Source: an optimization exercise on an open RTL-to-GDS flow (aim: small area). Production flows keep margins and buffers that such runs may drop.
For this run, only the layout was checked, not whether the RTL still works.
Power is estimated from default activity; no workload was simulated.

===== flow/config.mk =====
export PLATFORM = sky130hd
export DESIGN_NAME = stitch_decode
export DESIGN_NICKNAME = stitch_decode
export VERILOG_FILES = /design/flow/design.v
export SDC_FILE = /design/flow/constraint.sdc
export NUM_CORES = 4
export LEC_CHECK = 0
export ABC_AREA = 1
export ABC_CLOCK_PERIOD_IN_PS = 25000
export CAP_MARGIN = 20
export CORE_MARGIN = 2
export CORE_UTILIZATION = 40
export SLEW_MARGIN = 20

===== flow/constraint.sdc =====
create_clock -name core_clock -period 25.0 [get_ports {clk}]
set_input_delay 5.0000 -clock core_clock [delete_from_list [all_inputs] [get_ports {clk}]]
set_output_delay 5.0000 -clock core_clock [all_outputs]
set_load 0.01 [all_outputs]

===== flow/design.v =====
module stitch_decode (
    input  wire        clk,
    input  wire        rst,
    input  wire [63:0] cfg_desc_a,
    input  wire [63:0] cfg_desc_b,
    input  wire [23:0] cfg_tcorr,
    input  wire [11:0] cfg_phase,
    input  wire [8:0]  cfg_port,
    input  wire [55:0] frame_start,
    input  wire [28:0] frame_len,
    input  wire        cast_on,
    input  wire        in_valid,
    input  wire [1:0]  in_sync,
    input  wire [63:0] in_payload,
    input  wire [51:0] in_arrival,
    input  wire        in_skip1,
    output wire        out_hit1_valid,
    output wire [63:0] out_hit1_word,
    output wire        out_hit2_valid,
    output wire [63:0] out_hit2_word,
    output reg  [28:0] out_ptime,
    output wire        out_close,
    output wire        out_close_hit2,
    output wire        out_sync_err,
    output wire        out_crc_err,
    output wire        out_unknown,
    output wire [1:0]  out_order,
    output wire [1:0]  out_gap,
    output wire [1:0]  out_badchan,
    output reg         out_desc_invalid
);
    function [53:0] radd;
        input [52:0] a;
        input [52:0] b;
        input        ci;
        integer i;
        reg c;
        begin
            c = ci;
            for (i = 0; i < 53; i = i + 1) begin
                radd[i] = a[i] ^ b[i] ^ c;
                c = (a[i] & b[i]) | (a[i] & c) | (b[i] & c);
            end
            radd[53] = c;
        end
    endfunction
    function rlt;
        input [52:0] a;
        input [52:0] b;
        integer i;
        reg c;
        begin
            c = 1'b0;
            for (i = 0; i < 53; i = i + 1)
                c = (~a[i] & b[i]) | (~a[i] & c) | (b[i] & c);
            rlt = c;
        end
    endfunction
    function [63:0] shr;
        input [63:0] x;
        input [5:0]  s;
        integer k, j;
        reg [63:0] y;
        begin
            y = x;
            for (k = 5; k >= 0; k = k - 1)
                if (s[k])
                    for (j = 0; j + (1 << k) < 64; j = j + 1)
                        y[j] = y[j + (1 << k)];
            shr = y;
        end
    endfunction
    function [63:0] rotr;
        input [63:0] x;
        input [5:0]  s;
        integer k, j;
        reg [63:0] y;
        reg [63:0] t;
        begin
            y = x;
            for (k = 5; k >= 0; k = k - 1) begin
                t = y;
                if (s[k])
                    for (j = 0; j < 64; j = j + 1)
                        y[j] = t[(j + (1 << k)) % 64];
            end
            rotr = y;
        end
    endfunction
    wire [1:0]  d_mode       = cfg_desc_a[63:62];
    wire        d_hpb        = cfg_desc_a[61];
    wire        d_check      = cfg_desc_a[60];
    wire [7:0]  d_chan_count = cfg_desc_a[59:52];
    wire [5:0]  d_chan_pos   = cfg_desc_a[51:46];
    wire [2:0]  d_chan_w     = cfg_desc_a[45:43];
    wire [5:0]  d_val_pos    = cfg_desc_a[42:37];
    wire [3:0]  d_val_w      = cfg_desc_a[36:33];
    wire [2:0]  d_val_rsh    = cfg_desc_a[32:30];
    wire [5:0]  d_time_pos   = cfg_desc_a[29:24];
    wire [4:0]  d_time_w     = cfg_desc_a[23:19];
    wire [3:0]  d_time_unit  = cfg_desc_a[18:15];
    wire [23:0] d_time_ofs   = cfg_desc_b[63:40];
    wire [5:0]  d_stride     = cfg_desc_b[39:34];
    wire [6:0]  d_valid_pos  = cfg_desc_b[33:27];
    wire [53:0] cdiff_s = radd({47'd0, d_chan_pos}, {47'h7FFF_FFFF_FFFF, ~d_stride}, 1'b1);
    wire [53:0] vdiff_s = radd({47'd0, d_val_pos},  {47'h7FFF_FFFF_FFFF, ~d_stride}, 1'b1);
    wire [53:0] tdiff_s = radd({47'd0, d_time_pos}, {47'h7FFF_FFFF_FFFF, ~d_stride}, 1'b1);
    wire [6:0]  cdiff   = cdiff_s[6:0];
    wire [6:0]  vdiff   = vdiff_s[6:0];
    wire [6:0]  tdiff   = tdiff_s[6:0];
    wire [53:0] ctop_s = radd({47'd0, d_chan_pos}, {50'd0, d_chan_w}, 1'b0);
    wire [53:0] vtop_s = radd({47'd0, d_val_pos},  {49'd0, d_val_w},  1'b0);
    wire [53:0] ttop_s = radd({47'd0, d_time_pos}, {48'd0, d_time_w}, 1'b0);
    function field_bad;
        input [5:0] pos;
        input       nz;
        input [6:0] top;      
        input [6:0] diff;     
        begin
            field_bad = nz && (
                (top[6] && top[5:0] != 6'd0) ||
                (d_check && pos[5:3] == 3'd0) ||
                (d_hpb && diff[6]) ||
                (d_hpb && d_check && diff[6:3] == 4'd0));
        end
    endfunction
    wire [53:0] wu_s = radd({48'd0, d_time_w}, {49'd0, d_time_unit}, 1'b0);
    wire [5:0]  wu   = wu_s[5:0];
    wire desc_invalid =
        field_bad(d_chan_pos, d_chan_w != 3'd0, ctop_s[6:0], cdiff) |
        field_bad(d_val_pos,  d_val_w != 4'd0,  vtop_s[6:0], vdiff) |
        field_bad(d_time_pos, d_time_w != 5'd0, ttop_s[6:0], tdiff) |
        (d_valid_pos[6] && d_valid_pos[5:0] != 6'd63) |
        (wu > 6'd28) |
        (d_time_w[4:3] == 2'd0) |
        (d_chan_count == 8'd0) | (d_chan_count[7] && d_chan_count[6:0] != 7'd0) |
        (d_mode == 2'd3);
    wire [53:0] v1_s = radd({47'd0, d_val_pos}, {50'd0, d_val_rsh}, 1'b0);
    wire [53:0] v2_s = radd({47'd0, vdiff},     {50'd0, d_val_rsh}, 1'b0);
    wire [53:0] t1_s = radd({47'd0, d_time_pos}, {49'h1_FFFF_FFFF_FFFF, ~d_time_unit}, 1'b1);
    wire [53:0] t2_s = radd({46'd0, tdiff},      {49'h1_FFFF_FFFF_FFFF, ~d_time_unit}, 1'b1);
    wire [5:0] sh_c1 = d_chan_pos;
    wire [5:0] sh_c2 = cdiff[5:0];
    wire [5:0] sh_v1 = v1_s[5:0];
    wire [5:0] sh_v2 = v2_s[5:0];
    wire [5:0] sh_t  = t1_s[5:0];
    wire [5:0] sh_t2 = t2_s[5:0];
    wire [6:0] cmask;
    genvar gi;
    generate
        for (gi = 0; gi < 7; gi = gi + 1) begin : g_cm
            assign cmask[gi] = (gi < d_chan_w);
        end
    endgenerate
    wire signed [5:0] vlen = $signed({2'b00, d_val_w}) - $signed({3'b000, d_val_rsh});
    wire [11:0] vmask;
    generate
        for (gi = 0; gi < 12; gi = gi + 1) begin : g_vm
            assign vmask[gi] = ($signed(gi) < vlen);
        end
    endgenerate
    wire [27:0] tmask;
    wire [27:0] twin;
    generate
        for (gi = 0; gi < 28; gi = gi + 1) begin : g_tm
            assign tmask[gi] = (gi < wu);
            assign twin[gi]  = (gi < wu) && (gi >= d_time_unit);
        end
    endgenerate
    wire        ph_neg = cfg_phase[11];
    wire [10:0] ph_x   = cfg_phase[10:0] ^ {11{ph_neg}};
    wire [53:0] ph_3x  = radd({42'd0, ph_x}, {41'd0, ph_x, 1'b0}, 1'b0);
    wire [53:0] ph_t   = radd(ph_3x[52:0], {48'd0, ph_neg ? 5'd18 : 5'd15}, 1'b0);  
    wire [7:0]  ph_h   = ph_t[12:5];
    wire [6:0]  ph_l   = {ph_t[4:0], 2'b10};
    wire [53:0] ph_3h  = radd({45'd0, ph_h}, {44'd0, ph_h, 1'b0}, 1'b0);
    wire [53:0] ph_z_s = radd(ph_3h[52:0], {46'd0, ph_l}, 1'b0);
    wire [9:0]  ph_z   = ph_z_s[9:0];
    wire [2:0]  ph_k   = (ph_z >= 10'd500) ? 3'd4 : (ph_z >= 10'd375) ? 3'd3 :
                         (ph_z >= 10'd250) ? 3'd2 : (ph_z >= 10'd125) ? 3'd1 : 3'd0;
    wire [53:0] ph_q_s = radd({45'd0, ph_h}, {50'd0, ph_k}, 1'b0);
    wire [7:0]  ph_q   = ph_q_s[7:0];
    wire [53:0] corr_a = radd({{29{cfg_tcorr[23]}}, cfg_tcorr},
                              {{29{d_time_ofs[23]}}, d_time_ofs}, 1'b0);
    wire [53:0] corr_s = radd(corr_a[52:0], {{45{ph_neg}}, ph_q ^ {8{ph_neg}}}, ph_neg);
    reg  [25:0] corr;
    always @(posedge clk)
        corr <= corr_s[25:0];
    wire [51:0] s16 = frame_start[55:4];
    localparam [7:0] T_IDLE    = 8'h0F;
    localparam [7:0] T_TRAIN   = 8'h1B;
    localparam [7:0] T_TICK    = 8'h2D;
    localparam [7:0] T_ECHO    = 8'h4E;
    localparam [7:0] T_STATUS  = 8'h55;
    localparam [7:0] T_SCREPLY = 8'h63;
    wire        is_data = (in_sync == 2'b01);
    wire        is_ctl  = (in_sync == 2'b10);
    wire cx64 = in_payload[14] ^ in_payload[56];
    wire cx65 = in_payload[20] ^ in_payload[22];
    wire cx66 = in_payload[24] ^ in_payload[26];
    wire cx67 = in_payload[36] ^ in_payload[51];
    wire cx68 = in_payload[38] ^ in_payload[42];
    wire cx69 = in_payload[47] ^ in_payload[60];
    wire cx70 = in_payload[53] ^ in_payload[57];
    wire cx71 = cx64 ^ cx67;
    wire cx72 = in_payload[21] ^ in_payload[23];
    wire cx73 = in_payload[25] ^ in_payload[37];
    wire cx74 = in_payload[54] ^ in_payload[58];
    wire cx75 = in_payload[55] ^ in_payload[59];
    wire cx76 = in_payload[8] ^ cx71;
    wire cx77 = in_payload[15] ^ cx68;
    wire cx78 = in_payload[27] ^ cx65;
    wire cx79 = in_payload[31] ^ cx66;
    wire cx80 = in_payload[39] ^ cx70;
    wire cx81 = in_payload[9] ^ in_payload[52];
    wire cx82 = in_payload[28] ^ cx72;
    wire cx83 = in_payload[30] ^ cx73;
    wire cx84 = in_payload[18] ^ cx74;
    wire cx85 = in_payload[19] ^ cx75;
    wire cx86 = in_payload[16] ^ in_payload[43];
    wire cx87 = in_payload[29] ^ in_payload[62];
    wire cx88 = in_payload[48] ^ in_payload[61];
    wire cx89 = cx69 ^ cx76;
    wire cx90 = cx77 ^ cx79;
    wire cx91 = cx78 ^ cx80;
    wire cx92 = cx86 ^ cx91;
    wire cx93 = in_payload[17] ^ in_payload[40];
    wire cx94 = in_payload[32] ^ in_payload[44];
    wire cx95 = in_payload[49] ^ cx94;
    wire cx96 = in_payload[63] ^ cx81;
    wire cx97 = cx82 ^ cx83;
    wire cx98 = in_payload[10] ^ in_payload[33];
    wire cx99 = in_payload[41] ^ in_payload[45];
    wire cx100 = cx84 ^ cx99;
    wire cx101 = in_payload[11] ^ in_payload[34];
    wire cx102 = in_payload[46] ^ cx85;
    wire cx103 = in_payload[56] ^ cx101;
    wire cx104 = in_payload[12] ^ in_payload[35];
    wire cx105 = in_payload[52] ^ cx69;
    wire cx106 = in_payload[13] ^ in_payload[50];
    wire syn0 = in_payload[0] ^ in_payload[58] ^ cx87 ^ cx88 ^ cx89 ^ cx90 ^ cx92;
    wire syn1 = in_payload[1] ^ in_payload[29] ^ in_payload[53] ^ in_payload[54] ^ in_payload[59] ^ cx65 ^ cx68 ^ cx79 ^ cx89 ^ cx93 ^ cx95 ^ cx96 ^ cx97;
    wire syn2 = in_payload[2] ^ in_payload[16] ^ in_payload[20] ^ in_payload[32] ^ in_payload[42] ^ in_payload[47] ^ in_payload[50] ^ in_payload[55] ^ in_payload[62] ^ cx72 ^ cx76 ^ cx81 ^ cx83 ^ cx98 ^ cx100;
    wire syn3 = in_payload[3] ^ in_payload[17] ^ in_payload[21] ^ in_payload[22] ^ in_payload[37] ^ in_payload[43] ^ in_payload[48] ^ in_payload[51] ^ cx70 ^ cx90 ^ cx96 ^ cx98 ^ cx102 ^ cx103;
    wire syn4 = in_payload[4] ^ in_payload[10] ^ in_payload[23] ^ in_payload[25] ^ in_payload[38] ^ cx84 ^ cx92 ^ cx95 ^ cx103 ^ cx104 ^ cx105;
    wire syn5 = in_payload[5] ^ in_payload[11] ^ in_payload[33] ^ in_payload[36] ^ in_payload[44] ^ in_payload[45] ^ cx66 ^ cx74 ^ cx80 ^ cx82 ^ cx85 ^ cx88 ^ cx93 ^ cx104 ^ cx106;
    wire syn6 = in_payload[6] ^ in_payload[12] ^ in_payload[13] ^ in_payload[24] ^ in_payload[34] ^ in_payload[40] ^ in_payload[46] ^ in_payload[49] ^ in_payload[60] ^ cx71 ^ cx73 ^ cx75 ^ cx78 ^ cx87 ^ cx100;
    wire syn7 = in_payload[7] ^ in_payload[26] ^ in_payload[35] ^ in_payload[41] ^ in_payload[57] ^ in_payload[61] ^ in_payload[63] ^ cx64 ^ cx77 ^ cx97 ^ cx102 ^ cx105 ^ cx106;
    wire        crc_ok  = !(syn0 | syn1 | syn2 | syn3 | syn4 | syn5 | syn6 | syn7);
    wire [7:0]  c_type  = in_payload[63:56];
    reg         ctl_known;
    always @(*) begin
        case (c_type)
            T_IDLE:    ctl_known = (in_payload[55:8] == 48'd0);
            T_TRAIN:   ctl_known = (in_payload[15:9] == 7'd0);
            T_TICK:    ctl_known = (in_payload[27:8] == 20'd0);
            T_ECHO:    ctl_known = (in_payload[23:8] == 16'd0);
            T_STATUS:  ctl_known = (in_payload[52:40] == 13'd0);
            T_SCREPLY: ctl_known = 1'b1;
            default:   ctl_known = 1'b0;
        endcase
    end
    wire ev_sync = !is_data && !is_ctl;
    wire ev_crc  = (is_data && d_check && !crc_ok) || (is_ctl && !crc_ok);
    wire ev_unk  = is_ctl && crc_ok && !ctl_known;
    wire is_tick = is_ctl && crc_ok && (c_type == T_TICK) && (in_payload[27:8] == 20'd0);
    wire is_hits = is_data && (crc_ok || !d_check);
    wire h2_marked = (d_valid_pos == 7'd127) || in_payload[d_valid_pos[5:0]];
    wire [63:0] x_c1 = shr(in_payload, sh_c1);
    wire [63:0] x_c2 = shr(in_payload, sh_c2);
    wire [63:0] x_v1 = shr(in_payload, sh_v1);
    wire [63:0] x_v2 = shr(in_payload, sh_v2);
    wire [63:0] x_t1 = rotr(in_payload, is_ctl ? 6'd28 : sh_t);
    wire [63:0] x_t2 = rotr(in_payload, sh_t2);
    wire [6:0]  ch1  = x_c1[6:0] & cmask;
    wire [6:0]  ch2  = x_c2[6:0] & cmask;
    wire [11:0] val1 = x_v1[11:0] & vmask;
    wire [11:0] val2 = x_v2[11:0] & vmask;
    wire [27:0] m1   = is_ctl ? 28'hFFF_FFFF : tmask;
    wire [27:0] r1   = x_t1[27:0] & (is_ctl ? 28'hFFF_FFFF : twin);
    wire [27:0] r2   = x_t2[27:0] & twin;
    wire [53:0] d1_s = radd({25'd0, in_arrival[27:0]}, {25'd0, ~r1}, 1'b1);
    wire [53:0] d2_s = radd({25'd0, in_arrival[27:0]}, {25'd0, ~r2}, 1'b1);
    wire [27:0] d1   = d1_s[27:0] & m1;
    wire [27:0] d2   = d2_s[27:0] & tmask;
    wire [53:0] a1_s = radd({1'b0, in_arrival}, {{27{corr[25]}}, corr}, 1'b0);
    wire [52:0] A1   = a1_s[52:0];
    wire [53:0] a2_s = radd(A1, {1'b1, ~s16}, 1'b1);
    wire [52:0] A2   = a2_s[52:0];
    wire [53:0] tf1_s = radd({24'd0, A2[28:0]}, {24'd0, 1'b1, ~d1}, 1'b1);
    wire [53:0] tf2_s = radd({24'd0, A2[28:0]}, {24'd0, 1'b1, ~d2}, 1'b1);
    wire [28:0] tf1   = tf1_s[28:0];
    wire [28:0] tf2   = tf2_s[28:0];
    wire        b1    = !tf1_s[29];    
    wire        b2    = !tf2_s[29];
    wire        a2_neg  = A2[52];
    wire        a2_zero = (A2[52:29] == 24'd0);
    wire        a2_one  = (A2[52:29] == 24'd1);
    wire        gap1    = a2_neg || (a2_zero && b1);
    wire        gap2    = a2_neg || (a2_zero && b2);
    wire        big1    = !a2_neg && !a2_zero && !(a2_one && b1);
    wire        big2    = !a2_neg && !a2_zero && !(a2_one && b2);
    wire        cl1     = big1 || !rlt({24'd0, tf1}, {24'd0, frame_len});
    wire        cl2     = big2 || !rlt({24'd0, tf2}, {24'd0, frame_len});
    reg         open;      
    reg         pt_any;    
    reg  [51:0] pt_dev;    
    wire [53:0] td1_s  = radd(A1, {25'h1FF_FFFF, ~d1}, 1'b1);
    wire [53:0] td2_s  = radd(A1, {25'h1FF_FFFF, ~d2}, 1'b1);
    wire [51:0] tdev1  = td1_s[51:0];
    wire [51:0] tdev2  = td2_s[51:0];
    wire        ord1_pt = rlt({1'b0, tdev1}, {1'b0, pt_dev});
    wire        ord2_pt = rlt({1'b0, tdev2}, {1'b0, pt_dev});
    wire        d1_lt_d2 = rlt({25'd0, d1}, {25'd0, d2});
    wire v1 = (is_tick || is_hits) && !in_skip1;
    wire v2 = is_hits && d_hpb && h2_marked;
    wire open_in = cast_on ? 1'b1 : open;
    wire act     = in_valid && open_in;
    wire do1  = act && v1;
    wire i1_o = pt_any && ord1_pt;
    wire i1_g = !i1_o && gap1;
    wire i1_c = !i1_o && !gap1 && cl1;
    wire i1_p = !i1_o && !gap1 && !cl1;
    wire pass1 = do1 && i1_p;
    wire do2  = act && v2 && !(do1 && i1_c);
    wire i2_o = pass1 ? d1_lt_d2 : (pt_any && ord2_pt);
    wire i2_g = !i2_o && gap2;
    wire i2_c = !i2_o && !gap2 && cl2;
    wire i2_p = !i2_o && !gap2 && !cl2;
    wire pass2 = do2 && i2_p;
    wire closing = (do1 && i1_c) || (do2 && i2_c);
    always @(posedge clk) begin
        if (rst) begin
            open   <= 1'b0;
            pt_any <= 1'b0;
        end else begin
            open   <= open_in && !closing;
            if (pass1 || pass2)
                pt_any <= 1'b1;
        end
        if (pass1 || pass2)
            pt_dev <= pass2 ? tdev2 : tdev1;
    end
    wire ok1 = ({1'b0, ch1} < d_chan_count);
    wire ok2 = ({1'b0, ch2} < d_chan_count);
    reg [2:0] e1, e2;
    always @(*) begin
        e1 = 3'd0;
        e2 = 3'd0;
        if (act && ev_sync) begin
            e1 = 3'd7; e2 = 3'd1;
        end else if (act && ev_crc) begin
            e1 = 3'd7; e2 = 3'd2;
        end else if (act && ev_unk) begin
            e1 = 3'd7; e2 = 3'd3;
        end else begin
            if (do1) begin
                if (i1_o)      e1 = 3'd1;
                else if (gap1) e1 = 3'd2;
                else if (cl1)  e1 = 3'd3;
                else if (is_tick) e1 = 3'd6;
                else if (ok1)  e1 = 3'd4;
                else           e1 = 3'd5;
            end
            if (do2) begin
                if (i2_o)      e2 = 3'd1;
                else if (gap2) e2 = 3'd2;
                else if (cl2)  e2 = 3'd3;
                else           e2 = {1'b1, pass1 && !d1_lt_d2, !ok2};
            end
        end
    end
    localparam W = 1 + 3 + 3 + 28 + 28 + 12 + 12 + 7 + 7;
    wire [W-1:0] st0 = {cast_on, e1, e2, tf1[27:0], tf2[27:0], val1, val2, ch1, ch2};
    reg  [W-1:0] st1, st2, st3, st4, st5;
    always @(posedge clk) begin
        st1 <= st0;
        st2 <= st1;
        st3 <= st2;
        st4 <= st3;
    end
    always @(posedge clk) begin
        if (rst)
            st5[W-1:W-7] <= 7'd0;
        else
            st5[W-1:W-7] <= st4[W-1:W-7];
        st5[W-8:0] <= st4[W-8:0];
    end
    wire        q_cast = st4[W-1];
    wire [2:0]  q_e1   = st4[W-2:W-4];
    wire [2:0]  q_e2   = st4[W-5:W-7];
    wire [27:0] q_tf1  = st4[W-8:W-35];
    wire [27:0] q_tf2  = st4[W-36:W-63];
    wire        q_blk  = (q_e1 == 3'd7);
    wire        q_p1   = (q_e1 == 3'd4) || (q_e1 == 3'd5) || (q_e1 == 3'd6);
    wire        q_p2   = !q_blk && q_e2[2];
    wire        q_cl   = (q_e1 == 3'd3) || (!q_blk && q_e2 == 3'd3);
    wire        q_sel2 = q_p2 && (!q_p1 || q_e2[1]);
    wire [27:0] q_cand = q_sel2 ? q_tf2 : q_tf1;
    wire [28:0] pin = q_cast ? 29'd0 : out_ptime;
    wire [28:0] pm  = ((q_p1 || q_p2) && rlt({24'd0, pin}, {25'd0, q_cand})) ? {1'b0, q_cand} : pin;
    always @(posedge clk) begin
        if (rst) begin
            out_ptime        <= 29'd0;
            out_desc_invalid <= 1'b0;
        end else begin
            out_ptime        <= q_cl ? frame_len : pm;
            out_desc_invalid <= desc_invalid;
        end
    end
    wire [2:0]  o_e1  = st5[W-2:W-4];
    wire [2:0]  o_e2  = st5[W-5:W-7];
    wire [27:0] o_tf1 = st5[W-8:W-35];
    wire [27:0] o_tf2 = st5[W-36:W-63];
    wire [11:0] o_v1  = st5[37:26];
    wire [11:0] o_v2  = st5[25:14];
    wire [6:0]  o_c1  = st5[13:7];
    wire [6:0]  o_c2  = st5[6:0];
    wire        o_blk = (o_e1 == 3'd7);
    assign out_hit1_valid = (o_e1 == 3'd4);
    assign out_hit2_valid = !o_blk && o_e2[2] && !o_e2[0];
    assign out_close      = (o_e1 == 3'd3) || (!o_blk && o_e2 == 3'd3);
    assign out_close_hit2 = !o_blk && (o_e2 == 3'd3);
    assign out_sync_err   = o_blk && (o_e2 == 3'd1);
    assign out_crc_err    = o_blk && (o_e2 == 3'd2);
    assign out_unknown    = o_blk && (o_e2 == 3'd3);
    assign out_order      = {1'b0, o_e1 == 3'd1} + {1'b0, !o_blk && o_e2 == 3'd1};
    assign out_gap        = {1'b0, o_e1 == 3'd2} + {1'b0, !o_blk && o_e2 == 3'd2};
    assign out_badchan    = {1'b0, o_e1 == 3'd5} + {1'b0, !o_blk && o_e2[2] && o_e2[0]};
    assign out_hit1_word  = {8'h10, o_v1, cfg_port, o_c1, o_tf1};
    assign out_hit2_word  = {8'h10, o_v2, cfg_port, o_c2, o_tf2};
endmodule

===== flow/run.sh =====
#!/bin/bash
# synth_recipe.tcl (not shown) runs the flow's synth.tcl, then flattens the netlist and writes it again
# the make line also repeats each setting of config.mk as NAME=value (left out here)
make -C /OpenROAD-flow-scripts/flow DESIGN_CONFIG=/design/flow/config.mk WORK_HOME=/design/flow/orfs CLKGATE_MAP_FILE= SYNTH_SCRIPT=/design/flow/synth_recipe.tcl finish

==> impl_metrics.json <==
{
  "area_growth_syn_to_layout_pct": 26.6,
  "pwr-share-seq_pct": 16.7,
  "cts.sinks": 614,
  "core-area_sq_mm": 0.107,
  "grt_overflow": 0,
  "final_common_cell": "nand2_1",
  "vias": 40068,
  "die_h_um": 331,
  "drv_slew": 0,
  "comb_power_share_pct": 72.4,
  "postLayoutCoreUtil_pct": 50.8,
  "cp_common_cell": "fa_2",
  "dp.cells": 7523,
  "drive_gt1_share_pct": 11.5,
  "path_max_fanout": 3,
  "portBuffers": 462,
  "synth_cells": 5572,
  "ys_ff_latch": 614,
  "drtIter0Drc": 4208,
  "fin_ws_ns": -0.743,
  "grt_usage_pct": 28.5,
  "fmax_mhz": 38.8,
  "start_util_pct": 40.2,
  "failed_checks": "setup timing",
  "sw_frac_of_total_pct": 48.5,
  "fin_crit_sh_pct": 103,
  "grt.met3_usage_pct": 5.19,
  "cp-end-kind": "flip-flop",
  "holdCritPathClass": "reg2reg",
  "ir_drop_uv": 193,
  "critPathLaunchType": "input port",
  "ios": 552,
  "slew_headroom_pct": 29.8,
  "cp.required_ns": 25.36,
  "cap_violations": 0,
  "finalSetupViolations": 110,
  "avgSynthCellArea_sq_um": 7.68,
  "period_needed_ns": 25.74,
  "die_x_um": 331,
  "die-area_sq_mm": 0.110,
  "grt_pass1_vias": 37735,
  "holdBufCountCts": 0,
  "final_cell_mix": "nand2_1, inv_1, o21ai_0",
  "fin_nets": 7075,
  "root_buffer": "clkbuf_16",
  "ant_nets": 0,
  "arrival_ns": 26.11,
  "grt_max_degree": 58,
  "crit_slowest_cell": "fa_1",
  "grt_pass1_wl_um": 232000,
  "path_buf_inv": 9,
  "grt_use_met1_pct": 38.9,
  "crit_family": "adder cells",
  "drtPass1Iterations": 8,
  "p_leak_uw": 0.0258,
  "synthArstFlopShare_pct": 0,
  "clock_path_buffers": 3,
  "dp_hpwl_um": 128000,
  "drc": 0,
  "yosysSeqAreaShare_pct": 29.9,
  "slowest_delay_ns": 0.56,
  "grt.busiest_layer": "met2",
  "insertion_delay_ns": 0.65,
  "synth-edff-count": 52,
  "skew_ns": 0.0323,
  "powerDensity_mw_per_mm2": 176,
  "worstMarginPinSlew_ns": 1.04,
  "p_sw_uw": 4620,
  "syn_area_sq_mm": 0.0428,
  "antenna_found_initial": 18,
  "p_int_uw": 4900,
  "routabilityCongestion": 1.11,
  "wl_um": 160000,
  "hold_viol_final": 0,
  "layoutNonFillerInstCount": 7683,
  "yosys_warnings": 1,
  "rsz0062_at_grt": "yes",
  "outcome": "complete, but fails checks",
  "grt_use_met2_pct": 44.2,
  "avgRoutedWirePerCell_um": 20.9,
  "rows": 120,
  "path_clk_slew_ns": 0.06,
  "cts_max_level": 3,
  "cts_buffers": 67,
  "path_class": "in2reg",
  "clock_power_share_pct": 10.8,
  "cts_tree": "yes",
  "ys_types": 66,
  "ys.flop_type": "dfxtp_1",
  "vias_per_cell": 5.22
}
routing by layer:
metal  vias up  share of wire, %
li1      19093                 -
met1     18703                42
met2      1890                44
met3       366               9.2
met4        16               4.6
met5         -             0.066
power groups by stage:
stage                     Clock (uW)  Sequential (uW)  Combinational [uW]
final                           1030             1590                6890
after global routing            1090             1630                7740
after CTS                       1050             1590                6750
after detailed placement           0             1610                6670
after global placement             0             1610                6550
after floorplan                    0             1600                4410
path summary, 6_finish.rpt:
path / to / cells after the start / slack (ns) / from
worst min-delay path: st4[98] / 0 / 0.31 / st3[98]
worst max-delay path: pt_dev[15] / 75 / -0.74 / in_arrival[0]
worst max register to register: pt_dev[15] / 74 / 2.95 / corr[0]
worst min register to register: st4[98] / 0 / 0.31 / st3[98]
per-stage QoR:
stage	hold WS (ns)	setup slack [ns]	setup TNS, ns	total power [uW]	area (sq um)
after floorplan	0.310	-1.49	-153.57	6010	43100
after global placement	0.310	-2.71	-293.10	8160	51100
after detailed placement	0.312	-2.96	-321.06	8280	51100
after CTS	0.300	-0.840	-80.79	9400	53900
after global routing	0.305	-1.27	-130.84	10500	54200
final	0.308	-0.743	-70.81	9520	54200
kinds of logic (layout without fill, tap and decap cells):
| kind of cell | Yosys count | count (layout) | synth area share [%] |
|---|---|---|---|
| flops | 614 | 614 | 29.9 |
| compound gates | 1202 | 1202 | 16.3 |
| buf+inv | 1278 | 1964 | 11.6 |
| simple gates | 1730 | 1730 | 16.4 |
| mux | 82 | 82 | 1.95 |
| xor+xnor | 190 | 190 | 3.89 |
| fa+ha+maj | 474 | 474 | 19.9 |
| other cells | 2 | 24 | 0.0175 |
cell type report:
type                       instances  area [sq um]
fill                           10287         52400
tap                             1403          1760
sequential                       614         12800
multi-input combinational       3694         25500
antenna                            8          20.0
inverter                         987          3710
clock buffer                      89          1900
clock inverter                    31           428
timing repair buffer             857          8040
sequential cells by signal, summed over array words and instances, names as in the netlist, 3 cells and up:
| register | count |
|---|---|
| st3 | 101 |
| st4 | 101 |
| corr | 26 |
| out_ptime | 29 |
| o_e2 | 3 |
| o_e1 | 3 |
| st1 | 101 |
| pt_dev | 52 |
| out_hit2_word | 47 |
| st2 | 101 |
| out_hit1_word | 47 |
repair_timing:
action,in CTS,in global routing
setup buffers,20,8
cloned,5,6
setup endpoints to repair,112,112
gates resized for setup,65,77
pin swaps,17,14
cell usage after synthesis, types with 5 or more instances:
cell type / count / area share (%)
o31ai_1: 6 / 0.11
a21oi_1: 143 / 1.7
nor2_1: 266 / 2.3
nand2_1: 1168 / 10
o221ai_1: 34 / 0.70
buf_2: 7 / 0.082
mux2_2: 12 / 0.32
clkinv_1: 12 / 0.11
nor4_1: 19 / 0.28
xor2_1: 106 / 2.2
a31oi_1: 26 / 0.38
a22oi_1: 28 / 0.49
nand3b_1: 5 / 0.088
dfxtp_1: 562 / 26
fa_1: 347 / 16
o21a_1: 5 / 0.088
a221oi_1: 6 / 0.12
clkbuf_1: 216 / 1.9
o21ai_0: 615 / 7.2
edfxtp_1: 52 / 3.6
inv_1: 965 / 8.5
nor3_1: 32 / 0.37
mux2i_1: 70 / 1.6
or2_2: 8 / 0.12
o211ai_1: 109 / 1.9
nand3_1: 190 / 2.2
buf_1: 26 / 0.23
o21ai_1: 40 / 0.47
xnor2_1: 84 / 1.7
o21ai_2: 12 / 0.25
a22o_1: 10 / 0.20
ha_1: 126 / 3.7
inv_2: 9 / 0.079
o22ai_1: 123 / 1.8
nand2_2: 6 / 0.088
o21bai_1: 12 / 0.21
buf_4: 36 / 0.63
a211oi_1: 11 / 0.19
nand4_1: 14 / 0.20

re-timing with driven ports:
No port has a modelled driver above. Below, the same layout with a new extraction and two added sets of constraints.
Step 1 assumes that a clkbuf_16 drives the clock port and a buf_2 every other input.
Step 2 moves the port delays by t, midway between the first and last clock arrival at a register: inputs arrive t later, outputs are due t later. That takes back most of the time a late clock gives input paths.
Three values: ideal ports, drivers, drivers and shift; two values: the first two.
t, ns: 0.703
setup WS [ns]: -0.743 / -0.762 / -1.465
worst slew at a driven data input, ns: 0.15
pins driven straight from the clock port: 1
The setup slack of this run moves by -0.019 ns with the drivers and by -0.722 ns with both steps.
